Context: an optimization exercise on an open-source flow, tuned for a short achievable clock period and few clock cycles per item. The choices shown serve that exercise and are no tape-out recipe. RTL that was checked went through simulation tests only; none was proved equivalent to the original. Only the layout flow was run in run 2; the RTL was not checked for function there.

## flow/design.v (module list and top-level ports; edited modules follow where they fit)
// module patina_lane: 787 lines
module patina_lane (
    input  wire               clk,
    input  wire               rst,
    input  wire        [17:0] clamp_c,
    input  wire               lin_bypass,
    input  wire signed [31:0] k1,
    input  wire signed [31:0] k2,
    input  wire signed [31:0] k3,
    input  wire               patina_en,
    input  wire signed [11:0] dp,
    input  wire         [2:0] es,
    input  wire         [2:0] eq,
    input  wire        [15:0] out_offset,
    input  wire               in_valid,
    output wire               in_ready,
    input  wire        [13:0] in_code,
    input  wire        [31:0] in_entry,
    output wire               out_valid,
    input  wire               out_ready,
    output wire        [15:0] out_pix,
    output wire               out_hi,
    output wire               out_lo,
    output wire               out_defect
);
  // ...
==> flow/flow/run.sh <==
#!/bin/bash
# Layout flow: the standard ORFS flow (standard.sh) with two changes:
#  - the port buffers are plain sky130_fd_sc_hd__buf_4 cells (every input
#    and output port still gets its buffer; buffer_ports would otherwise pick
#    a clkdlybuf4s50_1 delay cell);
#  - after placement, the flip-flops that drive the output port buffers are
#    upsized to sky130_fd_sc_hd__dfxtp_4 (same cell type, stronger drive)
#    and the placement is legalized again (flow/resize_out.tcl).
# Each step's full output goes to a log file of its own here.
set -euo pipefail
export BUFFER_PORTS_ARGS="-buffer_cell sky130_fd_sc_hd__buf_4"
bash standard.sh place > flow_place.log 2>&1
RES="orfs/results/$FLOW_PLATFORM/patina_lane/base" \
LIB="$FLOW_HOME/platforms/$FLOW_PLATFORM/lib/sky130_fd_sc_hd__tt_025C_1v80.lib" \
  openroad -no_init -exit flow/resize_out.tcl > flow_resize.log 2>&1
bash standard.sh > flow_finish.log 2>&1
==> flow/flow/resize_out.tcl <==
# Upsize the flip-flops that drive the output port buffers to dfxtp_4,
# then legalize the placement. Reads and rewrites 3_place.odb in $RES.
set res $::env(RES)
read_liberty $::env(LIB)
read_db $res/3_place.odb
read_sdc $res/3_place.sdc
source $::env(FLOW_HOME)/platforms/sky130hd/setRC.tcl
set n 0
foreach port [get_ports -filter "direction == output"] {
  set buf [get_cells -of_objects [get_pins -of_objects [get_nets [get_full_name $port]] -filter "direction == output"]]
  foreach ipin [get_pins -of_objects $buf -filter "direction == input"] {
    set drvpin [get_pins -of_objects [get_nets -of_objects $ipin] -filter "direction == output"]
    set ff [get_cells -of_objects $drvpin]
    set ref [get_property $ff ref_name]
    if {[string match "sky130_fd_sc_hd__dfxtp_*" $ref]} {
      replace_cell $ff sky130_fd_sc_hd__dfxtp_4
      incr n
    }
  }
}
puts "upsized $n output flip-flops"
set_placement_padding -global -left 0 -right 0
detailed_placement
check_placement
write_db $res/3_place.odb
==> flow/standard.sh <==
#!/bin/bash
# synth_recipe.tcl (not shown) runs the flow's synth.tcl, then flattens the netlist and writes it again
# the make line also repeats each setting of config.mk as NAME=value (left out here)
make -C /OpenROAD-flow-scripts/flow DESIGN_CONFIG=/design/flow/config.mk WORK_HOME=/design/flow/orfs CLKGATE_MAP_FILE= SYNTH_SCRIPT=/design/flow/synth_recipe.tcl "${@:-finish}"
==> flow/config.mk <==
export PLATFORM = sky130hd
export DESIGN_NAME = patina_lane
export DESIGN_NICKNAME = patina_lane
export VERILOG_FILES = /design/flow/design.v
export SDC_FILE = /design/flow/constraint.sdc
export NUM_CORES = 4
export LEC_CHECK = 0
export CAP_MARGIN = 20
export CORE_MARGIN = 2
export CORE_UTILIZATION = 40
export SLEW_MARGIN = 20
==> flow/constraint.sdc <==
create_clock -name core_clock -period 20.0 [get_ports {clk}]
set_input_delay 4.0000 -clock core_clock [delete_from_list [all_inputs] [get_ports {clk}]]
set_output_delay 4.0000 -clock core_clock [all_outputs]
set_load 0.01 [all_outputs]
==> flow_summary.yaml, run 1 <==
outcome:
  outcome: "finished clean"
final_layout:
  non_clock_buffer_area_share_pct: 1.24
  finish.instance_area_um2: 205000
  clockNetworkAreaShare_pct: 5.18
  final_common_cell: "inv_1"
  num_antenna_cells: 12
  dominant_cells: "multi-input combinational cells"
route:
  drt-initial-drc-count: 5589
  wl_met3_um: 19900
min_path:
  holdPathEnd: "x_6[8]"
worst_setup_path:
  rrSetupSlack_ns: 14.38
  critical_path_class: "register to register"
  cp-startpoint: "xm_r_263[25]"
floorplanning:
  fp-row-count: 250
  initial_core_util_pct: 40.2
place:
  dp_cells: 22723
logic_synthesis:
  netlist_area_um2: 186000
  ys_dominant_reg_cell: "dfxtp_1"
  synth_compound_area_share_pct: 3.40
  yosysSeqAreaShare_pct: 30.0
global_routing:
  grt_max_degree: 77
  grt_pass1_wl_um: 681000
  gr-total-overflow: 0
clock_network:
  htreeDepth: 5
  clkLatencyLatePin_ns: 1.00
timing:
  period_share_pct: 28.1
  rsz0062_at_grt: "false"
Testbench counts, summed over its fixed seeds: cycles 40,651, items 35,275.
==> run 2: changes to the inputs <==
--- a/flow/design.v
+++ b/flow/design.v
@@ -67,65 +67,68 @@
         code_1  <= in_code;
         ent_1   <= in_entry;
         clamp_1 <= clamp_c;
     end
     reg signed [19:0] x_2;
     reg [0:0] hi_2;
     reg [0:0] lo_2;
     reg [31:0] ent_2;
-    reg [35:0] sq_r_114;
-    reg [35:0] sq_r_115;
-    reg [35:0] sq_r_116;
-    reg [35:0] sq_r_117;
-    reg [54:0] ka_r_118;
-    reg [54:0] ka_r_119;
-    reg [54:0] ka_r_120;
-    reg [54:0] ka_r_121;
+    reg signed [16:0] sdp_2;
+    reg [35:0] sq_r_121;
+    reg [35:0] sq_r_122;
+    reg [35:0] sq_r_123;
+    reg [35:0] sq_r_124;
+    reg [54:0] ka_r_125;
+    reg [54:0] ka_r_126;
+    reg [54:0] ka_r_127;
+    reg [54:0] ka_r_128;
     reg signed [19:0] x_3;
     reg [0:0] hi_3;
     reg [0:0] lo_3;
     reg [31:0] ent_3;
-    reg [54:0] kr_132;
-    reg [54:0] kr_133;
-    reg [54:0] kr_134;
+    reg signed [14:0] sr_3;
+    reg signed [20:0] r3_3;
+    reg [54:0] kr_139;
+    reg [54:0] kr_140;
+    reg [54:0] kr_141;
     reg signed [19:0] x_4;
     reg [0:0] hi_4;
     reg [0:0] lo_4;
-    reg [31:0] ent_4;
     reg [17:0] w_4;
-    reg signed [16:0] sdp_4;
+    reg signed [15:0] ds_4;
+    reg signed [22:0] db_4;
+    reg signed [2:0] q_4;
+    reg [13:0] g_4;
     reg [54:0] mm_r_197;
     reg [54:0] mm_r_198;
     reg [54:0] mm_r_199;
     reg [54:0] mm_r_200;
     reg signed [19:0] x_5;
     reg [0:0] hi_5;
     reg [0:0] lo_5;
-    reg signed [14:0] sr_5;
-    reg signed [9:0] dk_5;
+    reg signed [15:0] ds_5;
     reg signed [2:0] q_5;
     reg [13:0] g_5;
     reg signed [19:0] x_6;
     reg [0:0] hi_6;
     reg [0:0] lo_6;
+    reg signed [15:0] ds_6;
     reg signed [2:0] q_6;
     reg [13:0] g_6;
     reg signed [36:0] m_6;
-    reg signed [15:0] ds_6;
     reg [56:0] xm_r_263;
     reg [56:0] xm_r_264;
     reg [56:0] xm_r_265;
     reg signed [19:0] x_7;
     reg [0:0] hi_7;
     reg [0:0] lo_7;
+    reg signed [15:0] ds_7;
     reg signed [2:0] q_7;
     reg [13:0] g_7;
-    reg signed [15:0] ds_7;
-    reg signed [22:0] db_7;
     reg signed [22:0] dl_7;
     reg signed [22:0] dh_7;
     reg [0:0] hi_8;
     reg [0:0] lo_8;
     reg signed [2:0] q_8;
     reg [13:0] g_8;
     reg signed [22:0] d_8;
     reg signed [21:0] y_8;
@@ -182,148 +185,153 @@
     reg v6;
     reg v7;
     reg v8;
     reg v9;
     reg v10;
     reg v11;
     reg v12;
     reg v13;
-    wire [35:0] sq_a_1 = {{16{x_2[19]}}, x_2};
-    wire [35:0] sq_p_2 = ({36{x_2[0]}} & (sq_a_1 << 0));
-    wire [35:0] sq_p_3 = ({36{x_2[1]}} & (sq_a_1 << 1));
-    wire [35:0] sq_p_4 = ({36{x_2[2]}} & (sq_a_1 << 2));
-    wire [35:0] sq_p_5 = ({36{x_2[3]}} & (sq_a_1 << 3));
-    wire [35:0] sq_p_6 = ({36{x_2[4]}} & (sq_a_1 << 4));
-    wire [35:0] sq_p_7 = ({36{x_2[5]}} & (sq_a_1 << 5));
-    wire [35:0] sq_p_8 = ({36{x_2[6]}} & (sq_a_1 << 6));
-    wire [35:0] sq_p_9 = ({36{x_2[7]}} & (sq_a_1 << 7));
-    wire [35:0] sq_p_10 = ({36{x_2[8]}} & (sq_a_1 << 8));
-    wire [35:0] sq_p_11 = ({36{x_2[9]}} & (sq_a_1 << 9));
-    wire [35:0] sq_p_12 = ({36{x_2[10]}} & (sq_a_1 << 10));
-    wire [35:0] sq_p_13 = ({36{x_2[11]}} & (sq_a_1 << 11));
-    wire [35:0] sq_p_14 = ({36{x_2[12]}} & (sq_a_1 << 12));
-    wire [35:0] sq_p_15 = ({36{x_2[13]}} & (sq_a_1 << 13));
-    wire [35:0] sq_p_16 = ({36{x_2[14]}} & (sq_a_1 << 14));
-    wire [35:0] sq_p_17 = ({36{x_2[15]}} & (sq_a_1 << 15));
-    wire [35:0] sq_p_18 = ({36{x_2[16]}} & (sq_a_1 << 16));
-    wire [35:0] sq_p_19 = ({36{x_2[17]}} & (sq_a_1 << 17));
-    wire [35:0] sq_p_20 = ({36{x_2[18]}} & (sq_a_1 << 18));
-    wire [35:0] sq_p_21 = ~({36{x_2[19]}} & (sq_a_1 << 19));
-    wire [54:0] ka_a_22 = {{23{c_k2[31]}}, c_k2};
-    wire [54:0] ka_p_23 = ({55{x_2[0]}} & (ka_a_22 << 0));
-    wire [54:0] ka_p_24 = ({55{x_2[1]}} & (ka_a_22 << 1));
-    wire [54:0] ka_p_25 = ({55{x_2[2]}} & (ka_a_22 << 2));
-    wire [54:0] ka_p_26 = ({55{x_2[3]}} & (ka_a_22 << 3));
-    wire [54:0] ka_p_27 = ({55{x_2[4]}} & (ka_a_22 << 4));
-    wire [54:0] ka_p_28 = ({55{x_2[5]}} & (ka_a_22 << 5));
-    wire [54:0] ka_p_29 = ({55{x_2[6]}} & (ka_a_22 << 6));
-    wire [54:0] ka_p_30 = ({55{x_2[7]}} & (ka_a_22 << 7));
-    wire [54:0] ka_p_31 = ({55{x_2[8]}} & (ka_a_22 << 8));
-    wire [54:0] ka_p_32 = ({55{x_2[9]}} & (ka_a_22 << 9));
-    wire [54:0] ka_p_33 = ({55{x_2[10]}} & (ka_a_22 << 10));
-    wire [54:0] ka_p_34 = ({55{x_2[11]}} & (ka_a_22 << 11));
-    wire [54:0] ka_p_35 = ({55{x_2[12]}} & (ka_a_22 << 12));
-    wire [54:0] ka_p_36 = ({55{x_2[13]}} & (ka_a_22 << 13));
-    wire [54:0] ka_p_37 = ({55{x_2[14]}} & (ka_a_22 << 14));
-    wire [54:0] ka_p_38 = ({55{x_2[15]}} & (ka_a_22 << 15));
-    wire [54:0] ka_p_39 = ({55{x_2[16]}} & (ka_a_22 << 16));
-    wire [54:0] ka_p_40 = ({55{x_2[17]}} & (ka_a_22 << 17));
-    wire [54:0] ka_p_41 = ({55{x_2[18]}} & (ka_a_22 << 18));
-    wire [54:0] ka_p_42 = ~({55{x_2[19]}} & (ka_a_22 << 19));
-    wire [54:0] ka_v_43 = {{23{c_k1[31]}}, c_k1};
-    wire [35:0] sq_s_44 = sq_p_2 ^ sq_p_3 ^ sq_p_4;
-    wire [35:0] sq_c_45 = ((sq_p_2 & sq_p_3) | (sq_p_2 & sq_p_4) | (sq_p_3 & sq_p_4)) << 1;
-    wire [35:0] sq_s_46 = sq_p_5 ^ sq_p_6 ^ sq_p_7;
-    wire [35:0] sq_c_47 = ((sq_p_5 & sq_p_6) | (sq_p_5 & sq_p_7) | (sq_p_6 & sq_p_7)) << 1;
-    wire [35:0] sq_s_48 = sq_p_8 ^ sq_p_9 ^ sq_p_10;
-    wire [35:0] sq_c_49 = ((sq_p_8 & sq_p_9) | (sq_p_8 & sq_p_10) | (sq_p_9 & sq_p_10)) << 1;
-    wire [35:0] sq_s_50 = sq_p_11 ^ sq_p_12 ^ sq_p_13;
-    wire [35:0] sq_c_51 = ((sq_p_11 & sq_p_12) | (sq_p_11 & sq_p_13) | (sq_p_12 & sq_p_13)) << 1;
-    wire [35:0] sq_s_52 = sq_p_14 ^ sq_p_15 ^ sq_p_16;
-    wire [35:0] sq_c_53 = ((sq_p_14 & sq_p_15) | (sq_p_14 & sq_p_16) | (sq_p_15 & sq_p_16)) << 1;
-    wire [35:0] sq_s_54 = sq_p_17 ^ sq_p_18 ^ sq_p_19;
-    wire [35:0] sq_c_55 = ((sq_p_17 & sq_p_18) | (sq_p_17 & sq_p_19) | (sq_p_18 & sq_p_19)) << 1;
-    wire [35:0] sq_s_56 = sq_p_20 ^ sq_p_21 ^ 36'd131073;
-    wire [35:0] sq_c_57 = ((sq_p_20 & sq_p_21) | (sq_p_20 & 36'd131073) | (sq_p_21 & 36'd131073)) << 1;
-    wire [35:0] sq_s_58 = sq_s_44 ^ sq_c_45 ^ sq_s_46;
-    wire [35:0] sq_c_59 = ((sq_s_44 & sq_c_45) | (sq_s_44 & sq_s_46) | (sq_c_45 & sq_s_46)) << 1;
-    wire [35:0] sq_s_60 = sq_c_47 ^ sq_s_48 ^ sq_c_49;
-    wire [35:0] sq_c_61 = ((sq_c_47 & sq_s_48) | (sq_c_47 & sq_c_49) | (sq_s_48 & sq_c_49)) << 1;
-    wire [35:0] sq_s_62 = sq_s_50 ^ sq_c_51 ^ sq_s_52;
-    wire [35:0] sq_c_63 = ((sq_s_50 & sq_c_51) | (sq_s_50 & sq_s_52) | (sq_c_51 & sq_s_52)) << 1;
-    wire [35:0] sq_s_64 = sq_c_53 ^ sq_s_54 ^ sq_c_55;
-    wire [35:0] sq_c_65 = ((sq_c_53 & sq_s_54) | (sq_c_53 & sq_c_55) | (sq_s_54 & sq_c_55)) << 1;
-    wire [35:0] sq_s_66 = sq_s_58 ^ sq_c_59 ^ sq_s_60;
-    wire [35:0] sq_c_67 = ((sq_s_58 & sq_c_59) | (sq_s_58 & sq_s_60) | (sq_c_59 & sq_s_60)) << 1;
-    wire [35:0] sq_s_68 = sq_c_61 ^ sq_s_62 ^ sq_c_63;
-    wire [35:0] sq_c_69 = ((sq_c_61 & sq_s_62) | (sq_c_61 & sq_c_63) | (sq_s_62 & sq_c_63)) << 1;
-    wire [35:0] sq_s_70 = sq_s_64 ^ sq_c_65 ^ sq_s_56;
-    wire [35:0] sq_c_71 = ((sq_s_64 & sq_c_65) | (sq_s_64 & sq_s_56) | (sq_c_65 & sq_s_56)) << 1;
-    wire [35:0] sq_s_72 = sq_s_66 ^ sq_c_67 ^ sq_s_68;
-    wire [35:0] sq_c_73 = ((sq_s_66 & sq_c_67) | (sq_s_66 & sq_s_68) | (sq_c_67 & sq_s_68)) << 1;
-    wire [35:0] sq_s_74 = sq_c_69 ^ sq_s_70 ^ sq_c_71;
-    wire [35:0] sq_c_75 = ((sq_c_69 & sq_s_70) | (sq_c_69 & sq_c_71) | (sq_s_70 & sq_c_71)) << 1;
-    wire [35:0] sq_s_76 = sq_s_72 ^ sq_c_73 ^ sq_s_74;
-    wire [35:0] sq_c_77 = ((sq_s_72 & sq_c_73) | (sq_s_72 & sq_s_74) | (sq_c_73 & sq_s_74)) << 1;
-    wire [54:0] ka_s_78 = ka_p_23 ^ ka_p_24 ^ ka_p_25;
-    wire [54:0] ka_c_79 = ((ka_p_23 & ka_p_24) | (ka_p_23 & ka_p_25) | (ka_p_24 & ka_p_25)) << 1;
-    wire [54:0] ka_s_80 = ka_p_26 ^ ka_p_27 ^ ka_p_28;
-    wire [54:0] ka_c_81 = ((ka_p_26 & ka_p_27) | (ka_p_26 & ka_p_28) | (ka_p_27 & ka_p_28)) << 1;
-    wire [54:0] ka_s_82 = ka_p_29 ^ ka_p_30 ^ ka_p_31;
-    wire [54:0] ka_c_83 = ((ka_p_29 & ka_p_30) | (ka_p_29 & ka_p_31) | (ka_p_30 & ka_p_31)) << 1;
-    wire [54:0] ka_s_84 = ka_p_32 ^ ka_p_33 ^ ka_p_34;
-    wire [54:0] ka_c_85 = ((ka_p_32 & ka_p_33) | (ka_p_32 & ka_p_34) | (ka_p_33 & ka_p_34)) << 1;
-    wire [54:0] ka_s_86 = ka_p_35 ^ ka_p_36 ^ ka_p_37;
-    wire [54:0] ka_c_87 = ((ka_p_35 & ka_p_36) | (ka_p_35 & ka_p_37) | (ka_p_36 & ka_p_37)) << 1;
-    wire [54:0] ka_s_88 = ka_p_38 ^ ka_p_39 ^ ka_p_40;
-    wire [54:0] ka_c_89 = ((ka_p_38 & ka_p_39) | (ka_p_38 & ka_p_40) | (ka_p_39 & ka_p_40)) << 1;
-    wire [54:0] ka_s_90 = ka_p_41 ^ ka_p_42 ^ (ka_v_43 << 18);
-    wire [54:0] ka_c_91 = ((ka_p_41 & ka_p_42) | (ka_p_41 & (ka_v_43 << 18)) | (ka_p_42 & (ka_v_43 << 18))) << 1;
-    wire [54:0] ka_s_92 = ka_s_78 ^ ka_c_79 ^ ka_s_80;
-    wire [54:0] ka_c_93 = ((ka_s_78 & ka_c_79) | (ka_s_78 & ka_s_80) | (ka_c_79 & ka_s_80)) << 1;
-    wire [54:0] ka_s_94 = ka_c_81 ^ ka_s_82 ^ ka_c_83;
-    wire [54:0] ka_c_95 = ((ka_c_81 & ka_s_82) | (ka_c_81 & ka_c_83) | (ka_s_82 & ka_c_83)) << 1;
-    wire [54:0] ka_s_96 = ka_s_84 ^ ka_c_85 ^ ka_s_86;
-    wire [54:0] ka_c_97 = ((ka_s_84 & ka_c_85) | (ka_s_84 & ka_s_86) | (ka_c_85 & ka_s_86)) << 1;
-    wire [54:0] ka_s_98 = ka_c_87 ^ ka_s_88 ^ ka_c_89;
-    wire [54:0] ka_c_99 = ((ka_c_87 & ka_s_88) | (ka_c_87 & ka_c_89) | (ka_s_88 & ka_c_89)) << 1;
-    wire [54:0] ka_s_100 = ka_s_90 ^ ka_c_91 ^ 55'd140737488486401;
-    wire [54:0] ka_c_101 = ((ka_s_90 & ka_c_91) | (ka_s_90 & 55'd140737488486401) | (ka_c_91 & 55'd140737488486401)) << 1;
-    wire [54:0] ka_s_102 = ka_s_92 ^ ka_c_93 ^ ka_s_94;
-    wire [54:0] ka_c_103 = ((ka_s_92 & ka_c_93) | (ka_s_92 & ka_s_94) | (ka_c_93 & ka_s_94)) << 1;
-    wire [54:0] ka_s_104 = ka_c_95 ^ ka_s_96 ^ ka_c_97;
-    wire [54:0] ka_c_105 = ((ka_c_95 & ka_s_96) | (ka_c_95 & ka_c_97) | (ka_s_96 & ka_c_97)) << 1;
-    wire [54:0] ka_s_106 = ka_s_98 ^ ka_c_99 ^ ka_s_100;
-    wire [54:0] ka_c_107 = ((ka_s_98 & ka_c_99) | (ka_s_98 & ka_s_100) | (ka_c_99 & ka_s_100)) << 1;
-    wire [54:0] ka_s_108 = ka_s_102 ^ ka_c_103 ^ ka_s_104;
-    wire [54:0] ka_c_109 = ((ka_s_102 & ka_c_103) | (ka_s_102 & ka_s_104) | (ka_c_103 & ka_s_104)) << 1;
-    wire [54:0] ka_s_110 = ka_c_105 ^ ka_s_106 ^ ka_c_107;
-    wire [54:0] ka_c_111 = ((ka_c_105 & ka_s_106) | (ka_c_105 & ka_c_107) | (ka_s_106 & ka_c_107)) << 1;
-    wire [54:0] ka_s_112 = ka_s_108 ^ ka_c_109 ^ ka_s_110;
-    wire [54:0] ka_c_113 = ((ka_s_108 & ka_c_109) | (ka_s_108 & ka_s_110) | (ka_c_109 & ka_s_110)) << 1;
-    wire [35:0] sq_s_122 = sq_r_114 ^ sq_r_115 ^ sq_r_116;
-    wire [35:0] sq_c_123 = ((sq_r_114 & sq_r_115) | (sq_r_114 & sq_r_116) | (sq_r_115 & sq_r_116)) << 1;
-    wire [35:0] sq_s_124 = sq_s_122 ^ sq_c_123 ^ sq_r_117;
-    wire [35:0] sq_c_125 = ((sq_s_122 & sq_c_123) | (sq_s_122 & sq_r_117) | (sq_c_123 & sq_r_117)) << 1;
-    wire [35:0] sq_t_126 = sq_s_124 + sq_c_125;
-    wire [17:0] ww = sq_t_126[35:18];
-    wire [54:0] ka_s_127 = ka_r_118 ^ ka_r_119 ^ ka_r_120;
-    wire [54:0] ka_c_128 = ((ka_r_118 & ka_r_119) | (ka_r_118 & ka_r_120) | (ka_r_119 & ka_r_120)) << 1;
-    wire [54:0] ka_s_129 = ka_s_127 ^ ka_c_128 ^ ka_r_121;
-    wire [54:0] ka_c_130 = ((ka_s_127 & ka_c_128) | (ka_s_127 & ka_r_121) | (ka_c_128 & ka_r_121)) << 1;
-    wire [18:0] ka_lo_131 = {1'b0, ka_s_129[17:0]} + {1'b0, ka_c_130[17:0]};
-    wire [4:0] slw = ent_3[7:3];
-    wire [16:0] sd_a_135 = {{5{c_dp[11]}}, c_dp};
-    wire [16:0] sd_p_136 = ({17{slw[0]}} & (sd_a_135 << 0));
-    wire [16:0] sd_p_137 = ({17{slw[1]}} & (sd_a_135 << 1));
-    wire [16:0] sd_p_138 = ({17{slw[2]}} & (sd_a_135 << 2));
-    wire [16:0] sd_p_139 = ({17{slw[3]}} & (sd_a_135 << 3));
-    wire [16:0] sd_p_140 = ~({17{slw[4]}} & (sd_a_135 << 4));
-    wire [16:0] sd_t_141 = sd_p_136 + sd_p_137 + sd_p_138 + sd_p_139 + sd_p_140 + 17'd1;
+    wire [4:0] slw = ent_1[7:3];
+    wire [16:0] sd_a_1 = {{5{c_dp[11]}}, c_dp};
+    wire [16:0] sd_p_2 = ({17{slw[0]}} & (sd_a_1 << 0));
+    wire [16:0] sd_p_3 = ({17{slw[1]}} & (sd_a_1 << 1));
+    wire [16:0] sd_p_4 = ({17{slw[2]}} & (sd_a_1 << 2));
+    wire [16:0] sd_p_5 = ({17{slw[3]}} & (sd_a_1 << 3));
+    wire [16:0] sd_p_6 = ~({17{slw[4]}} & (sd_a_1 << 4));
+    wire [16:0] sd_t_7 = sd_p_2 + sd_p_3 + sd_p_4 + sd_p_5 + sd_p_6 + 17'd1;
+    wire [35:0] sq_a_8 = {{16{x_2[19]}}, x_2};
+    wire [35:0] sq_p_9 = ({36{x_2[0]}} & (sq_a_8 << 0));
+    wire [35:0] sq_p_10 = ({36{x_2[1]}} & (sq_a_8 << 1));
+    wire [35:0] sq_p_11 = ({36{x_2[2]}} & (sq_a_8 << 2));
+    wire [35:0] sq_p_12 = ({36{x_2[3]}} & (sq_a_8 << 3));
+    wire [35:0] sq_p_13 = ({36{x_2[4]}} & (sq_a_8 << 4));
+    wire [35:0] sq_p_14 = ({36{x_2[5]}} & (sq_a_8 << 5));
+    wire [35:0] sq_p_15 = ({36{x_2[6]}} & (sq_a_8 << 6));
+    wire [35:0] sq_p_16 = ({36{x_2[7]}} & (sq_a_8 << 7));
+    wire [35:0] sq_p_17 = ({36{x_2[8]}} & (sq_a_8 << 8));
+    wire [35:0] sq_p_18 = ({36{x_2[9]}} & (sq_a_8 << 9));
+    wire [35:0] sq_p_19 = ({36{x_2[10]}} & (sq_a_8 << 10));
+    wire [35:0] sq_p_20 = ({36{x_2[11]}} & (sq_a_8 << 11));
+    wire [35:0] sq_p_21 = ({36{x_2[12]}} & (sq_a_8 << 12));
+    wire [35:0] sq_p_22 = ({36{x_2[13]}} & (sq_a_8 << 13));
+    wire [35:0] sq_p_23 = ({36{x_2[14]}} & (sq_a_8 << 14));
+    wire [35:0] sq_p_24 = ({36{x_2[15]}} & (sq_a_8 << 15));
+    wire [35:0] sq_p_25 = ({36{x_2[16]}} & (sq_a_8 << 16));
+    wire [35:0] sq_p_26 = ({36{x_2[17]}} & (sq_a_8 << 17));
+    wire [35:0] sq_p_27 = ({36{x_2[18]}} & (sq_a_8 << 18));
+    wire [35:0] sq_p_28 = ~({36{x_2[19]}} & (sq_a_8 << 19));
+    wire [54:0] ka_a_29 = {{23{c_k2[31]}}, c_k2};
+    wire [54:0] ka_p_30 = ({55{x_2[0]}} & (ka_a_29 << 0));
+    wire [54:0] ka_p_31 = ({55{x_2[1]}} & (ka_a_29 << 1));
+    wire [54:0] ka_p_32 = ({55{x_2[2]}} & (ka_a_29 << 2));
+    wire [54:0] ka_p_33 = ({55{x_2[3]}} & (ka_a_29 << 3));
+    wire [54:0] ka_p_34 = ({55{x_2[4]}} & (ka_a_29 << 4));
+    wire [54:0] ka_p_35 = ({55{x_2[5]}} & (ka_a_29 << 5));
+    wire [54:0] ka_p_36 = ({55{x_2[6]}} & (ka_a_29 << 6));
+    wire [54:0] ka_p_37 = ({55{x_2[7]}} & (ka_a_29 << 7));
+    wire [54:0] ka_p_38 = ({55{x_2[8]}} & (ka_a_29 << 8));
+    wire [54:0] ka_p_39 = ({55{x_2[9]}} & (ka_a_29 << 9));
+    wire [54:0] ka_p_40 = ({55{x_2[10]}} & (ka_a_29 << 10));
+    wire [54:0] ka_p_41 = ({55{x_2[11]}} & (ka_a_29 << 11));
+    wire [54:0] ka_p_42 = ({55{x_2[12]}} & (ka_a_29 << 12));
+    wire [54:0] ka_p_43 = ({55{x_2[13]}} & (ka_a_29 << 13));
+    wire [54:0] ka_p_44 = ({55{x_2[14]}} & (ka_a_29 << 14));
+    wire [54:0] ka_p_45 = ({55{x_2[15]}} & (ka_a_29 << 15));
+    wire [54:0] ka_p_46 = ({55{x_2[16]}} & (ka_a_29 << 16));
+    wire [54:0] ka_p_47 = ({55{x_2[17]}} & (ka_a_29 << 17));
+    wire [54:0] ka_p_48 = ({55{x_2[18]}} & (ka_a_29 << 18));
+    wire [54:0] ka_p_49 = ~({55{x_2[19]}} & (ka_a_29 << 19));
+    wire [54:0] ka_v_50 = {{23{c_k1[31]}}, c_k1};
+    wire [35:0] sq_s_51 = sq_p_9 ^ sq_p_10 ^ sq_p_11;
+    wire [35:0] sq_c_52 = ((sq_p_9 & sq_p_10) | (sq_p_9 & sq_p_11) | (sq_p_10 & sq_p_11)) << 1;
+    wire [35:0] sq_s_53 = sq_p_12 ^ sq_p_13 ^ sq_p_14;
+    wire [35:0] sq_c_54 = ((sq_p_12 & sq_p_13) | (sq_p_12 & sq_p_14) | (sq_p_13 & sq_p_14)) << 1;
+    wire [35:0] sq_s_55 = sq_p_15 ^ sq_p_16 ^ sq_p_17;
+    wire [35:0] sq_c_56 = ((sq_p_15 & sq_p_16) | (sq_p_15 & sq_p_17) | (sq_p_16 & sq_p_17)) << 1;
+    wire [35:0] sq_s_57 = sq_p_18 ^ sq_p_19 ^ sq_p_20;
+    wire [35:0] sq_c_58 = ((sq_p_18 & sq_p_19) | (sq_p_18 & sq_p_20) | (sq_p_19 & sq_p_20)) << 1;
+    wire [35:0] sq_s_59 = sq_p_21 ^ sq_p_22 ^ sq_p_23;
+    wire [35:0] sq_c_60 = ((sq_p_21 & sq_p_22) | (sq_p_21 & sq_p_23) | (sq_p_22 & sq_p_23)) << 1;
+    wire [35:0] sq_s_61 = sq_p_24 ^ sq_p_25 ^ sq_p_26;
+    wire [35:0] sq_c_62 = ((sq_p_24 & sq_p_25) | (sq_p_24 & sq_p_26) | (sq_p_25 & sq_p_26)) << 1;
+    wire [35:0] sq_s_63 = sq_p_27 ^ sq_p_28 ^ 36'd131073;
+    wire [35:0] sq_c_64 = ((sq_p_27 & sq_p_28) | (sq_p_27 & 36'd131073) | (sq_p_28 & 36'd131073)) << 1;
+    wire [35:0] sq_s_65 = sq_s_51 ^ sq_c_52 ^ sq_s_53;
+    wire [35:0] sq_c_66 = ((sq_s_51 & sq_c_52) | (sq_s_51 & sq_s_53) | (sq_c_52 & sq_s_53)) << 1;
+    wire [35:0] sq_s_67 = sq_c_54 ^ sq_s_55 ^ sq_c_56;
+    wire [35:0] sq_c_68 = ((sq_c_54 & sq_s_55) | (sq_c_54 & sq_c_56) | (sq_s_55 & sq_c_56)) << 1;
+    wire [35:0] sq_s_69 = sq_s_57 ^ sq_c_58 ^ sq_s_59;
+    wire [35:0] sq_c_70 = ((sq_s_57 & sq_c_58) | (sq_s_57 & sq_s_59) | (sq_c_58 & sq_s_59)) << 1;
+    wire [35:0] sq_s_71 = sq_c_60 ^ sq_s_61 ^ sq_c_62;
+    wire [35:0] sq_c_72 = ((sq_c_60 & sq_s_61) | (sq_c_60 & sq_c_62) | (sq_s_61 & sq_c_62)) << 1;
+    wire [35:0] sq_s_73 = sq_s_65 ^ sq_c_66 ^ sq_s_67;
+    wire [35:0] sq_c_74 = ((sq_s_65 & sq_c_66) | (sq_s_65 & sq_s_67) | (sq_c_66 & sq_s_67)) << 1;
+    wire [35:0] sq_s_75 = sq_c_68 ^ sq_s_69 ^ sq_c_70;
+    wire [35:0] sq_c_76 = ((sq_c_68 & sq_s_69) | (sq_c_68 & sq_c_70) | (sq_s_69 & sq_c_70)) << 1;
+    wire [35:0] sq_s_77 = sq_s_71 ^ sq_c_72 ^ sq_s_63;
+    wire [35:0] sq_c_78 = ((sq_s_71 & sq_c_72) | (sq_s_71 & sq_s_63) | (sq_c_72 & sq_s_63)) << 1;
+    wire [35:0] sq_s_79 = sq_s_73 ^ sq_c_74 ^ sq_s_75;
+    wire [35:0] sq_c_80 = ((sq_s_73 & sq_c_74) | (sq_s_73 & sq_s_75) | (sq_c_74 & sq_s_75)) << 1;
+    wire [35:0] sq_s_81 = sq_c_76 ^ sq_s_77 ^ sq_c_78;
+    wire [35:0] sq_c_82 = ((sq_c_76 & sq_s_77) | (sq_c_76 & sq_c_78) | (sq_s_77 & sq_c_78)) << 1;
+    wire [35:0] sq_s_83 = sq_s_79 ^ sq_c_80 ^ sq_s_81;
+    wire [35:0] sq_c_84 = ((sq_s_79 & sq_c_80) | (sq_s_79 & sq_s_81) | (sq_c_80 & sq_s_81)) << 1;
+    wire [54:0] ka_s_85 = ka_p_30 ^ ka_p_31 ^ ka_p_32;
+    wire [54:0] ka_c_86 = ((ka_p_30 & ka_p_31) | (ka_p_30 & ka_p_32) | (ka_p_31 & ka_p_32)) << 1;
+    wire [54:0] ka_s_87 = ka_p_33 ^ ka_p_34 ^ ka_p_35;
+    wire [54:0] ka_c_88 = ((ka_p_33 & ka_p_34) | (ka_p_33 & ka_p_35) | (ka_p_34 & ka_p_35)) << 1;
+    wire [54:0] ka_s_89 = ka_p_36 ^ ka_p_37 ^ ka_p_38;
+    wire [54:0] ka_c_90 = ((ka_p_36 & ka_p_37) | (ka_p_36 & ka_p_38) | (ka_p_37 & ka_p_38)) << 1;
+    wire [54:0] ka_s_91 = ka_p_39 ^ ka_p_40 ^ ka_p_41;
+    wire [54:0] ka_c_92 = ((ka_p_39 & ka_p_40) | (ka_p_39 & ka_p_41) | (ka_p_40 & ka_p_41)) << 1;
+    wire [54:0] ka_s_93 = ka_p_42 ^ ka_p_43 ^ ka_p_44;
+    wire [54:0] ka_c_94 = ((ka_p_42 & ka_p_43) | (ka_p_42 & ka_p_44) | (ka_p_43 & ka_p_44)) << 1;
+    wire [54:0] ka_s_95 = ka_p_45 ^ ka_p_46 ^ ka_p_47;
+    wire [54:0] ka_c_96 = ((ka_p_45 & ka_p_46) | (ka_p_45 & ka_p_47) | (ka_p_46 & ka_p_47)) << 1;
+    wire [54:0] ka_s_97 = ka_p_48 ^ ka_p_49 ^ (ka_v_50 << 18);
+    wire [54:0] ka_c_98 = ((ka_p_48 & ka_p_49) | (ka_p_48 & (ka_v_50 << 18)) | (ka_p_49 & (ka_v_50 << 18))) << 1;
+    wire [54:0] ka_s_99 = ka_s_85 ^ ka_c_86 ^ ka_s_87;
+    wire [54:0] ka_c_100 = ((ka_s_85 & ka_c_86) | (ka_s_85 & ka_s_87) | (ka_c_86 & ka_s_87)) << 1;
+    wire [54:0] ka_s_101 = ka_c_88 ^ ka_s_89 ^ ka_c_90;
+    wire [54:0] ka_c_102 = ((ka_c_88 & ka_s_89) | (ka_c_88 & ka_c_90) | (ka_s_89 & ka_c_90)) << 1;
+    wire [54:0] ka_s_103 = ka_s_91 ^ ka_c_92 ^ ka_s_93;
+    wire [54:0] ka_c_104 = ((ka_s_91 & ka_c_92) | (ka_s_91 & ka_s_93) | (ka_c_92 & ka_s_93)) << 1;
+    wire [54:0] ka_s_105 = ka_c_94 ^ ka_s_95 ^ ka_c_96;
+    wire [54:0] ka_c_106 = ((ka_c_94 & ka_s_95) | (ka_c_94 & ka_c_96) | (ka_s_95 & ka_c_96)) << 1;
+    wire [54:0] ka_s_107 = ka_s_97 ^ ka_c_98 ^ 55'd140737488486401;
+    wire [54:0] ka_c_108 = ((ka_s_97 & ka_c_98) | (ka_s_97 & 55'd140737488486401) | (ka_c_98 & 55'd140737488486401)) << 1;
+    wire [54:0] ka_s_109 = ka_s_99 ^ ka_c_100 ^ ka_s_101;
+    wire [54:0] ka_c_110 = ((ka_s_99 & ka_c_100) | (ka_s_99 & ka_s_101) | (ka_c_100 & ka_s_101)) << 1;
+    wire [54:0] ka_s_111 = ka_c_102 ^ ka_s_103 ^ ka_c_104;
+    wire [54:0] ka_c_112 = ((ka_c_102 & ka_s_103) | (ka_c_102 & ka_c_104) | (ka_s_103 & ka_c_104)) << 1;
+    wire [54:0] ka_s_113 = ka_s_105 ^ ka_c_106 ^ ka_s_107;
+    wire [54:0] ka_c_114 = ((ka_s_105 & ka_c_106) | (ka_s_105 & ka_s_107) | (ka_c_106 & ka_s_107)) << 1;
+    wire [54:0] ka_s_115 = ka_s_109 ^ ka_c_110 ^ ka_s_111;
+    wire [54:0] ka_c_116 = ((ka_s_109 & ka_c_110) | (ka_s_109 & ka_s_111) | (ka_c_110 & ka_s_111)) << 1;
+    wire [54:0] ka_s_117 = ka_c_112 ^ ka_s_113 ^ ka_c_114;
+    wire [54:0] ka_c_118 = ((ka_c_112 & ka_s_113) | (ka_c_112 & ka_c_114) | (ka_s_113 & ka_c_114)) << 1;
+    wire [54:0] ka_s_119 = ka_s_115 ^ ka_c_116 ^ ka_s_117;
+    wire [54:0] ka_c_120 = ((ka_s_115 & ka_c_116) | (ka_s_115 & ka_s_117) | (ka_c_116 & ka_s_117)) << 1;
+    wire signed [23:0] sdp_e = sdp_2 <<< c_es;
+    wire signed [23:0] sdp_r = (sdp_e + 24'sd512) >>> 10;
+    wire signed [20:0] r3w = ($signed({x_2[19], x_2}) + 21'sd2) >>> 2;
+    wire [35:0] sq_s_129 = sq_r_121 ^ sq_r_122 ^ sq_r_123;
+    wire [35:0] sq_c_130 = ((sq_r_121 & sq_r_122) | (sq_r_121 & sq_r_123) | (sq_r_122 & sq_r_123)) << 1;
+    wire [35:0] sq_s_131 = sq_s_129 ^ sq_c_130 ^ sq_r_124;
+    wire [35:0] sq_c_132 = ((sq_s_129 & sq_c_130) | (sq_s_129 & sq_r_124) | (sq_c_130 & sq_r_124)) << 1;
+    wire [35:0] sq_t_133 = sq_s_131 + sq_c_132;
+    wire [17:0] ww = sq_t_133[35:18];
+    wire [54:0] ka_s_134 = ka_r_125 ^ ka_r_126 ^ ka_r_127;
+    wire [54:0] ka_c_135 = ((ka_r_125 & ka_r_126) | (ka_r_125 & ka_r_127) | (ka_r_126 & ka_r_127)) << 1;
+    wire [54:0] ka_s_136 = ka_s_134 ^ ka_c_135 ^ ka_r_128;
+    wire [54:0] ka_c_137 = ((ka_s_134 & ka_c_135) | (ka_s_134 & ka_r_128) | (ka_c_135 & ka_r_128)) << 1;
+    wire [18:0] ka_lo_138 = {1'b0, ka_s_136[17:0]} + {1'b0, ka_c_137[17:0]};
+    wire signed [15:0] ndsw = -(($signed(ent_3[17:8]) <<< 2) + sr_3);
+    wire signed [22:0] dbw = x_3 - ($signed(ent_3[17:8]) <<< 2) - sr_3;
     wire [54:0] mm_a_142 = {{23{c_k3[31]}}, c_k3};
     wire [54:0] mm_p_143 = ({55{w_4[0]}} & (mm_a_142 << 0));
     wire [54:0] mm_p_144 = ({55{w_4[1]}} & (mm_a_142 << 1));
     wire [54:0] mm_p_145 = ({55{w_4[2]}} & (mm_a_142 << 2));
     wire [54:0] mm_p_146 = ({55{w_4[3]}} & (mm_a_142 << 3));
     wire [54:0] mm_p_147 = ({55{w_4[4]}} & (mm_a_142 << 4));
     wire [54:0] mm_p_148 = ({55{w_4[5]}} & (mm_a_142 << 5));
     wire [54:0] mm_p_149 = ({55{w_4[6]}} & (mm_a_142 << 6));
@@ -345,18 +353,18 @@
     wire [54:0] mm_s_165 = mm_p_149 ^ mm_p_150 ^ mm_p_151;
     wire [54:0] mm_c_166 = ((mm_p_149 & mm_p_150) | (mm_p_149 & mm_p_151) | (mm_p_150 & mm_p_151)) << 1;
     wire [54:0] mm_s_167 = mm_p_152 ^ mm_p_153 ^ mm_p_154;
     wire [54:0] mm_c_168 = ((mm_p_152 & mm_p_153) | (mm_p_152 & mm_p_154) | (mm_p_153 & mm_p_154)) << 1;
     wire [54:0] mm_s_169 = mm_p_155 ^ mm_p_156 ^ mm_p_157;
     wire [54:0] mm_c_170 = ((mm_p_155 & mm_p_156) | (mm_p_155 & mm_p_157) | (mm_p_156 & mm_p_157)) << 1;
     wire [54:0] mm_s_171 = mm_p_158 ^ mm_p_159 ^ mm_p_160;
     wire [54:0] mm_c_172 = ((mm_p_158 & mm_p_159) | (mm_p_158 & mm_p_160) | (mm_p_159 & mm_p_160)) << 1;
-    wire [54:0] mm_s_173 = kr_132 ^ kr_133 ^ kr_134;
-    wire [54:0] mm_c_174 = ((kr_132 & kr_133) | (kr_132 & kr_134) | (kr_133 & kr_134)) << 1;
+    wire [54:0] mm_s_173 = kr_139 ^ kr_140 ^ kr_141;
+    wire [54:0] mm_c_174 = ((kr_139 & kr_140) | (kr_139 & kr_141) | (kr_140 & kr_141)) << 1;
     wire [54:0] mm_s_175 = mm_s_161 ^ mm_c_162 ^ mm_s_163;
     wire [54:0] mm_c_176 = ((mm_s_161 & mm_c_162) | (mm_s_161 & mm_s_163) | (mm_c_162 & mm_s_163)) << 1;
     wire [54:0] mm_s_177 = mm_c_164 ^ mm_s_165 ^ mm_c_166;
     wire [54:0] mm_c_178 = ((mm_c_164 & mm_s_165) | (mm_c_164 & mm_c_166) | (mm_s_165 & mm_c_166)) << 1;
     wire [54:0] mm_s_179 = mm_s_167 ^ mm_c_168 ^ mm_s_169;
     wire [54:0] mm_c_180 = ((mm_s_167 & mm_c_168) | (mm_s_167 & mm_s_169) | (mm_c_168 & mm_s_169)) << 1;
     wire [54:0] mm_s_181 = mm_c_170 ^ mm_s_171 ^ mm_c_172;
     wire [54:0] mm_c_182 = ((mm_c_170 & mm_s_171) | (mm_c_170 & mm_c_172) | (mm_s_171 & mm_c_172)) << 1;
@@ -369,24 +377,21 @@
     wire [54:0] mm_s_189 = mm_s_181 ^ mm_c_182 ^ mm_s_183;
     wire [54:0] mm_c_190 = ((mm_s_181 & mm_c_182) | (mm_s_181 & mm_s_183) | (mm_c_182 & mm_s_183)) << 1;
     wire [54:0] mm_s_191 = mm_s_185 ^ mm_c_186 ^ mm_s_187;
     wire [54:0] mm_c_192 = ((mm_s_185 & mm_c_186) | (mm_s_185 & mm_s_187) | (mm_c_186 & mm_s_187)) << 1;
     wire [54:0] mm_s_193 = mm_c_188 ^ mm_s_189 ^ mm_c_190;
     wire [54:0] mm_c_194 = ((mm_c_188 & mm_s_189) | (mm_c_188 & mm_c_190) | (mm_s_189 & mm_c_190)) << 1;
     wire [54:0] mm_s_195 = mm_s_191 ^ mm_c_192 ^ mm_s_193;
     wire [54:0] mm_c_196 = ((mm_s_191 & mm_c_192) | (mm_s_191 & mm_s_193) | (mm_c_192 & mm_s_193)) << 1;
-    wire signed [23:0] sdp_e = sdp_4 <<< c_es;
-    wire signed [23:0] sdp_r = (sdp_e + 24'sd512) >>> 10;
     wire [54:0] mm_s_201 = mm_r_197 ^ mm_r_198 ^ mm_r_199;
     wire [54:0] mm_c_202 = ((mm_r_197 & mm_r_198) | (mm_r_197 & mm_r_199) | (mm_r_198 & mm_r_199)) << 1;
     wire [54:0] mm_s_203 = mm_s_201 ^ mm_c_202 ^ mm_r_200;
     wire [54:0] mm_c_204 = ((mm_s_201 & mm_c_202) | (mm_s_201 & mm_r_200) | (mm_c_202 & mm_r_200)) << 1;
     wire [54:0] mm_t_205 = mm_s_203 + mm_c_204;
-    wire signed [15:0] ndsw = -((dk_5 <<< 2) + sr_5);
     wire [56:0] xm_a_206 = {{20{m_6[36]}}, m_6};
     wire [56:0] xm_p_207 = ({57{x_6[0]}} & (xm_a_206 << 0));
     wire [56:0] xm_p_208 = ({57{x_6[1]}} & (xm_a_206 << 1));
     wire [56:0] xm_p_209 = ({57{x_6[2]}} & (xm_a_206 << 2));
     wire [56:0] xm_p_210 = ({57{x_6[3]}} & (xm_a_206 << 3));
     wire [56:0] xm_p_211 = ({57{x_6[4]}} & (xm_a_206 << 4));
     wire [56:0] xm_p_212 = ({57{x_6[5]}} & (xm_a_206 << 5));
     wire [56:0] xm_p_213 = ({57{x_6[6]}} & (xm_a_206 << 6));
@@ -434,33 +439,32 @@
     wire [56:0] xm_s_255 = xm_s_249 ^ xm_c_250 ^ xm_s_251;
     wire [56:0] xm_c_256 = ((xm_s_249 & xm_c_250) | (xm_s_249 & xm_s_251) | (xm_c_250 & xm_s_251)) << 1;
     wire [56:0] xm_s_257 = xm_c_252 ^ xm_s_253 ^ xm_c_254;
     wire [56:0] xm_c_258 = ((xm_c_252 & xm_s_253) | (xm_c_252 & xm_c_254) | (xm_s_253 & xm_c_254)) << 1;
     wire [56:0] xm_s_259 = xm_s_255 ^ xm_c_256 ^ xm_s_257;
     wire [56:0] xm_c_260 = ((xm_s_255 & xm_c_256) | (xm_s_255 & xm_s_257) | (xm_c_256 & xm_s_257)) << 1;
     wire [56:0] xm_s_261 = xm_s_259 ^ xm_c_260 ^ xm_c_258;
     wire [56:0] xm_c_262 = ((xm_s_259 & xm_c_260) | (xm_s_259 & xm_c_258) | (xm_c_260 & xm_c_258)) << 1;
-    wire signed [22:0] dbw = x_6 + ds_6;
     wire signed [22:0] dlw = -23'sd2097152 + ds_6;
     wire signed [22:0] dhw = 23'sd2097151 + ds_6;
     wire [56:0] xm_s_266 = xm_r_263 ^ xm_r_264 ^ xm_r_265;
     wire [56:0] xm_c_267 = ((xm_r_263 & xm_r_264) | (xm_r_263 & xm_r_265) | (xm_r_264 & xm_r_265)) << 1;
     wire [56:0] xd_v_268 = {{41{ds_7[15]}}, ds_7};
     wire [56:0] xd_s_269 = xm_s_266 ^ xm_c_267 ^ (xd_v_268 << 29);
     wire [56:0] xd_c_270 = ((xm_s_266 & xm_c_267) | (xm_s_266 & (xd_v_268 << 29)) | (xm_c_267 & (xd_v_268 << 29))) << 1;
     wire [56:0] xm_t_271 = xm_s_266 + xm_c_267;
     wire [56:0] xd_t_272 = xd_s_269 + xd_c_270;
     wire signed [27:0] pw = xm_t_271[56:29];
     wire p_lo = (pw < -28'sd2097152);
     wire p_hi = (pw > 28'sd2097151);
     reg signed [22:0] dw;
     reg signed [21:0] yw;
     always @(*) begin
-        if (c_byp) begin dw = db_7; yw = x_7; end
+        if (c_byp) begin dw = db_4; yw = x_4; end
         else if (p_lo) begin dw = dl_7; yw = -22'sd2097152; end
         else if (p_hi) begin dw = dh_7; yw = 22'sd2097151; end
         else begin dw = xd_t_272[51:29]; yw = pw[21:0]; end
     end
     wire [45:0] dd_a_273 = {{23{d_8[22]}}, d_8};
     wire [45:0] dd_p_274 = ({46{d_8[0]}} & (dd_a_273 << 0));
     wire [45:0] dd_p_275 = ({46{d_8[1]}} & (dd_a_273 << 1));
     wire [45:0] dd_p_276 = ({46{d_8[2]}} & (dd_a_273 << 2));
@@ -601,71 +605,74 @@
     wire signed [20:0] r = r_13;
     wire hi = hi_13, lo = lo_13, z = z_13;
     wire vl = v13;
     always @(posedge clk) begin
         x_2 <= $signed({2'b00, code_1, 4'b0000}) - $signed({2'b00, clamp_1});
         hi_2 <= (code_1 == 14'h3FFF);
         lo_2 <= (code_1 == 14'h0000);
         ent_2 <= ent_1;
-        sq_r_114 <= sq_s_76;
-        sq_r_115 <= sq_c_77;
-        sq_r_116 <= sq_c_75;
-        sq_r_117 <= sq_c_57;
-        ka_r_118 <= ka_s_112;
-        ka_r_119 <= ka_c_113;
-        ka_r_120 <= ka_c_111;
-        ka_r_121 <= ka_c_101;
+        sdp_2 <= sd_t_7;
+        sq_r_121 <= sq_s_83;
+        sq_r_122 <= sq_c_84;
+        sq_r_123 <= sq_c_82;
+        sq_r_124 <= sq_c_64;
+        ka_r_125 <= ka_s_119;
+        ka_r_126 <= ka_c_120;
+        ka_r_127 <= ka_c_118;
+        ka_r_128 <= ka_c_108;
         x_3 <= x_2;
         hi_3 <= hi_2;
         lo_3 <= lo_2;
         ent_3 <= ent_2;
-        kr_132 <= {ka_s_129[54:18], 18'd0};
-        kr_133 <= {ka_c_130[54:18], 18'd0};
-        kr_134 <= {36'd0, ka_lo_131[18], 18'd0};
+        sr_3 <= sdp_r[14:0];
+        r3_3 <= r3w;
+        kr_139 <= {ka_s_136[54:18], 18'd0};
+        kr_140 <= {ka_c_137[54:18], 18'd0};
+        kr_141 <= {36'd0, ka_lo_138[18], 18'd0};
         x_4 <= x_3;
         hi_4 <= hi_3;
         lo_4 <= lo_3;
-        ent_4 <= ent_3;
         w_4 <= ww;
-        sdp_4 <= sd_t_141;
+        ds_4 <= ndsw;
+        db_4 <= dbw;
+        q_4 <= ent_3[2:0];
+        g_4 <= ent_3[31:18];
         mm_r_197 <= mm_s_195;
         mm_r_198 <= mm_c_196;
         mm_r_199 <= mm_c_194;
         mm_r_200 <= mm_c_184;
         x_5 <= x_4;
         hi_5 <= hi_4;
         lo_5 <= lo_4;
-        sr_5 <= sdp_r[14:0];
-        dk_5 <= ent_4[17:8];
-        q_5 <= ent_4[2:0];
-        g_5 <= ent_4[31:18];
+        ds_5 <= ds_4;
+        q_5 <= q_4;
+        g_5 <= g_4;
         x_6 <= x_5;
         hi_6 <= hi_5;
         lo_6 <= lo_5;
+        ds_6 <= ds_5;
         q_6 <= q_5;
         g_6 <= g_5;
         m_6 <= mm_t_205[54:18];
-        ds_6 <= ndsw;
         xm_r_263 <= xm_s_261;
         xm_r_264 <= xm_c_262;
         xm_r_265 <= xm_c_240;
         x_7 <= x_6;
         hi_7 <= hi_6;
         lo_7 <= lo_6;
+        ds_7 <= ds_6;
         q_7 <= q_6;
         g_7 <= g_6;
-        ds_7 <= ds_6;
-        db_7 <= dbw;
         dl_7 <= dlw;
         dh_7 <= dhw;
-        hi_8 <= hi_7;
-        lo_8 <= lo_7;
-        q_8 <= q_7;
-        g_8 <= g_7;
+        hi_8 <= c_byp ? hi_4 : hi_7;
+        lo_8 <= c_byp ? lo_4 : lo_7;
+        q_8 <= c_byp ? q_4 : q_7;
+        g_8 <= c_byp ? g_4 : g_7;
         d_8 <= dw;
         y_8 <= yw;
         dd_r_337 <= dd_s_333;
         dd_r_338 <= dd_c_334;
         dd_r_339 <= dd_s_335;
         dd_r_340 <= dd_c_336;
         hi_9 <= hi_8;
         lo_9 <= lo_8;
@@ -700,32 +707,32 @@
         eg_r_401 <= 46'd16384;
         hi_12 <= hi_11;
         lo_12 <= lo_11;
         r_12 <= r_11;
         z_12 <= (g_11 == 14'd0);
         eg_ci_423 <= eg_lo_420[15];
         eg_r_424 <= eg_h_421;
         eg_r_425 <= eg_h_422;
-        hi_13 <= hi_12;
-        lo_13 <= lo_12;
-        r_13 <= r_12;
+        hi_13 <= c_pen ? hi_12 : c_byp ? hi_3 : hi_9;
+        lo_13 <= c_pen ? lo_12 : c_byp ? lo_3 : lo_9;
+        r_13 <= c_pen ? r_12 : c_byp ? r3_3 : r_9;
         z_13 <= z_12;
         v2 <= !rst && v1;
         v3 <= !rst && v2;
-        v4 <= !rst && v3;
-        v5 <= !rst && v4;
+        v4 <= !rst && v3 && !(c_byp && !c_pen);
+        v5 <= !rst && v4 && !c_byp;
         v6 <= !rst && v5;
         v7 <= !rst && v6;
-        v8 <= !rst && v7;
+        v8 <= !rst && (c_byp ? v4 : v7);
         v9 <= !rst && v8;
-        v10 <= !rst && v9;
+        v10 <= !rst && v9 && c_pen;
         v11 <= !rst && v10;
         v12 <= !rst && v11;
-        v13 <= !rst && v12;
+        v13 <= !rst && (c_pen ? v12 : c_byp ? v3 : v9);
     end
     reg [15:0] val;
     always @(*) begin
         if (c_pen) begin
             if (z)
                 val = 16'd0;
             else if (o < 0)
                 val = 16'd0;
==> flow/flow/run.sh (replaced) <==
#!/bin/bash
# Layout flow: the standard ORFS flow (standard.sh), with the port
# buffers made plain sky130_fd_sc_hd__buf_4 cells. Every input and output
# port still gets its buffer; only the cell type differs from buffer_ports'
# own choice (a clkdlybuf4s50_1 delay cell).
set -euo pipefail
export BUFFER_PORTS_ARGS="-buffer_cell sky130_fd_sc_hd__buf_4"
bash standard.sh > standard_flow.log 2>&1
==> flow/config.mk (replaced) <==
export PLATFORM = sky130hd
export DESIGN_NAME = patina_lane
export DESIGN_NICKNAME = patina_lane
export VERILOG_FILES = /design/flow/design.v
export SDC_FILE = /design/flow/constraint.sdc
export NUM_CORES = 4
export LEC_CHECK = 0
export CAP_MARGIN = 20
export CORE_MARGIN = 2
export CORE_UTILIZATION = 40
export SLEW_MARGIN = 65
removed: flow/flow/resize_out.tcl
==> run 2 against run 1 <==
  * Global-route usage is 1.1 points higher
  * Clock skew is 0.048 ns lower
  * Final cell count is 1.4% higher
  * Cell area is 2.1% higher
  * Die area is 1.1% higher
  * First-iteration DRC count is 16% higher
  * Setup slack better by 0.084 ns
  * Core utilization is 0.52 points higher
==> flow_summary.yaml, run 2 <==
outcome:
  outcome: "finished clean"
floorplanning:
  ios: 221
  core_area_um2: 468000
  die_height_um: 690
  die_x_um: 690
  die_area_um2: 475000
  initial_core_util_pct: 40.2
  fp-row-count: 251
clock_network:
  clkLatencyLatePin_ns: 0.96
  numCtsBuffers: 302
  cts_resized: 0
  clk_path_buf_depth: 4
  ctsHoldBuffers: 0
  cts_tree: "built"
  cts.sinks: 2640
  cts.clk_slew.worst_paths_ns: 0.06
  postCtsSetupBuffers: 0
  htreeDepth: 5
  clockRootBuffer: "clkbuf_16"
global_routing:
  antenna_found_initial: 29
  grt_usage_pct: 19.5
  grt_pass1_wl_um: 718000
  gr-total-overflow: 0
  first_global_vias: 123788
  grt_max_degree: 75
logic_synthesis:
  synth-async-reset-ratio_pct: 0
  netlist_area_um2: 188000
  yosysSeqAreaShare_pct: 29.7
  synth_edf_count: 304
  ys_warn_count: 1
  avgSynthCellArea_um2: 11.0
  synth-seq-cells: 2640
  ys_dominant_reg_cell: "dfxtp_1"
  synth_top_cell_by_area: "fa_1"
  ys_top_cells_by_area: "fa_1 36%, dfxtp_1 25%, inv_1 7.2%, ha_1 6.8%, and2_1 6.2%"
  synth_top_area_share_pct: 36.3
  synth_common_cells: "3614 x inv_1, 3408 x fa_1, 2336 x dfxtp_1"
  synth_most_common_cell: "inv_1"
  synth_cells: 17038
  synth.net_count: 21671
  synth_cell_types: 87
final_layout:
  nNetsFinal: 21789
  final_common_cell: "inv_1"
  area_growth_syn_to_layout_pct: 11.4
  layout_common_cells: "3611 x inv_1, 3402 x fa_1, 2173 x dfxtp_1"
  nFillCells: 43313
  largest_register_ffs: 304
  utilization_pct: 44.8
  final_cells: 23616
  drive_above_1_share_pct: 8.09
worst_setup_path:
  cp-endpoint: "out_pix[7]"
  path_cells: "buf_4"
  cp.required_ns: 16.00
  rrSetupSlack_ns: 14.67
  cp_max_fo: 1
  crit_family: "flip-flops"
  reg2reg_depth: 17
  timing.critical_path.buf_inv: 1
  cp.depth: 1
  critical_path_class: "register to primary output"
  cp-end-kind: "primary output"
  cpPeakStageDelay_ns: 0.42
  critPathLaunchType: "register"
  cp-startpoint: "oreg[7]"
  crit_arrival_ns: 1.54
  critPathSlowestCell: "dfxtp_1"
  r2r_start: "xm_r_263[26]"
  timing.rr.end: "d_8[20]"
timing:
  finalHoldViolCount: 0
  finalSetupViolations: 0
  slew_headroom_pct: 62.2
  final.setup.tns_ns: 0
  max_freq_ghz: 0.181
  finalMaxSlewViolations: 0
  skew_ns: 0.0714
  rsz0062_at_grt: "false"
  period_share_pct: 27.7
  worst_pin_slew_ns: 0.566
  period_needed_ns: 5.54
  whs_ns: 0.304
place:
  port_buffers: 220
  dp_cells: 23033
  globalplace.congestion: 0.879
  dpl.hpwl_um: 346000
route:
  drt-initial-drc-count: 6506
  antenna_left: 0
  vias: 112482
  wl_um: 451000
  viasPerCell: 4.76
  drc_errors: 0
  wire_per_inst_um: 19.1
  dr.pass1.iters: 6
job:
  drv_cap: 0
min_path:
  hp-class: "register to register"
[run 2: cell types whose count changed after synthesis, moves of 18 or more]
cell / delta
nor2b_1: -72
clkbuf_1: +18
nand2_1: -20
and3_1: +29
a21o_1: +32
o22ai_1: +20
xor2_1: +23
mux2i_1: +43
nor2_1: +49
inv_1: +21
a21oi_1: +30
[run 2: area by class of cell]
| cell class | instances | area, um^2 | area share [%] |
|---|---|---|---|
| multi-input cells | 10179 | 117000 | 56.1 |
| clock inverters | 138 | 1780 | 0.850 |
| clock buffers | 416 | 8630 | 4.12 |
| well taps | 6198 | 7750 | 3.70 |
| inverters | 3615 | 13600 | 6.48 |
| repair buffers | 418 | 3890 | 1.86 |
| diodes | 12 | 30.0 | 0.0143 |
| flip-flops and latches | 2640 | 56300 | 26.9 |
[run 2: cell families after synthesis]
kind of cell               Yosys count  synth area share, %
adders and majority gates         4433                 43.1
xor gates and xnor gates           383                 1.78
and+or+nand+nor                   4014                 11.1
muxes                              276                 2.14
AOI/OAI and AO/OA                 1073                 3.70
buffers and inverters             4219                 8.43
DFF                               2640                 29.7
[run 2: metrics by stage]
stage | cell area, um^2 | setup slack (ns)
global placement | 196000 | 13.58
floorplan | 188000 | 14.40
CTS | 209000 | 14.42
detailed placement | 198000 | 13.94
finish | 209000 | 14.46
global route | 209000 | 14.34
[run 2: per-layer routing]
metal  track usage, %  up-vias  share of wire, %
met1             27.0    57962                45
met3             2.90      596               5.7
met4             5.19        4               2.9
met5                0        -            0.0058
met2             32.0     2602                47
li1                 -    51318                 -
[run 2: how the worst min path moves through the flow]
stage | depth (start not counted) | slack (ns) | start | end
finish | 0 | 0.30 | g_10[10] | g_11[10]
floorplan | 0 | 0.31 | d_9[10] | d_10[10]
global placement | 0 | 0.31 | g_10[6] | g_11[6]
global route | 0 | 0.31 | g_10[10] | g_11[10]
CTS | 0 | 0.30 | g_10[10] | g_11[10]
detailed placement | 0 | 0.31 | g_10[7] | g_11[7]

separate check: timing with driven ports:
The flow's constraints put no driver on any port. The routed layouts listed below were extracted and timed again, unchanged, in two steps.
Step 1 assumes that a clkbuf_16 drives the clock port and a buf_2 every other input.
Step 2 moves the port delays by t, midway between the first and last clock arrival at a register: inputs arrive t later, outputs are due t later. That takes back most of the time a late clock gives input paths.
Three values: ideal ports, drivers, drivers and shift; two values: the first two.
| run | t, ns | slack for setup (ns) | worst data-port slew with drivers (ns) | pins driven straight from the clock port |
|---|---|---|---|---|
| run 1 | 1.050 | 14.378 / 14.378 / 14.092 | 0.07 | 1 |
| run 2 | 1.035 | 14.461 / 14.348 / 13.799 | 0.09 | 1 |
After both steps every run listed still meets setup and hold. For run 2, which loses most, drivers alone change the setup slack by -0.113 ns; drivers and shift together by -0.662 ns.
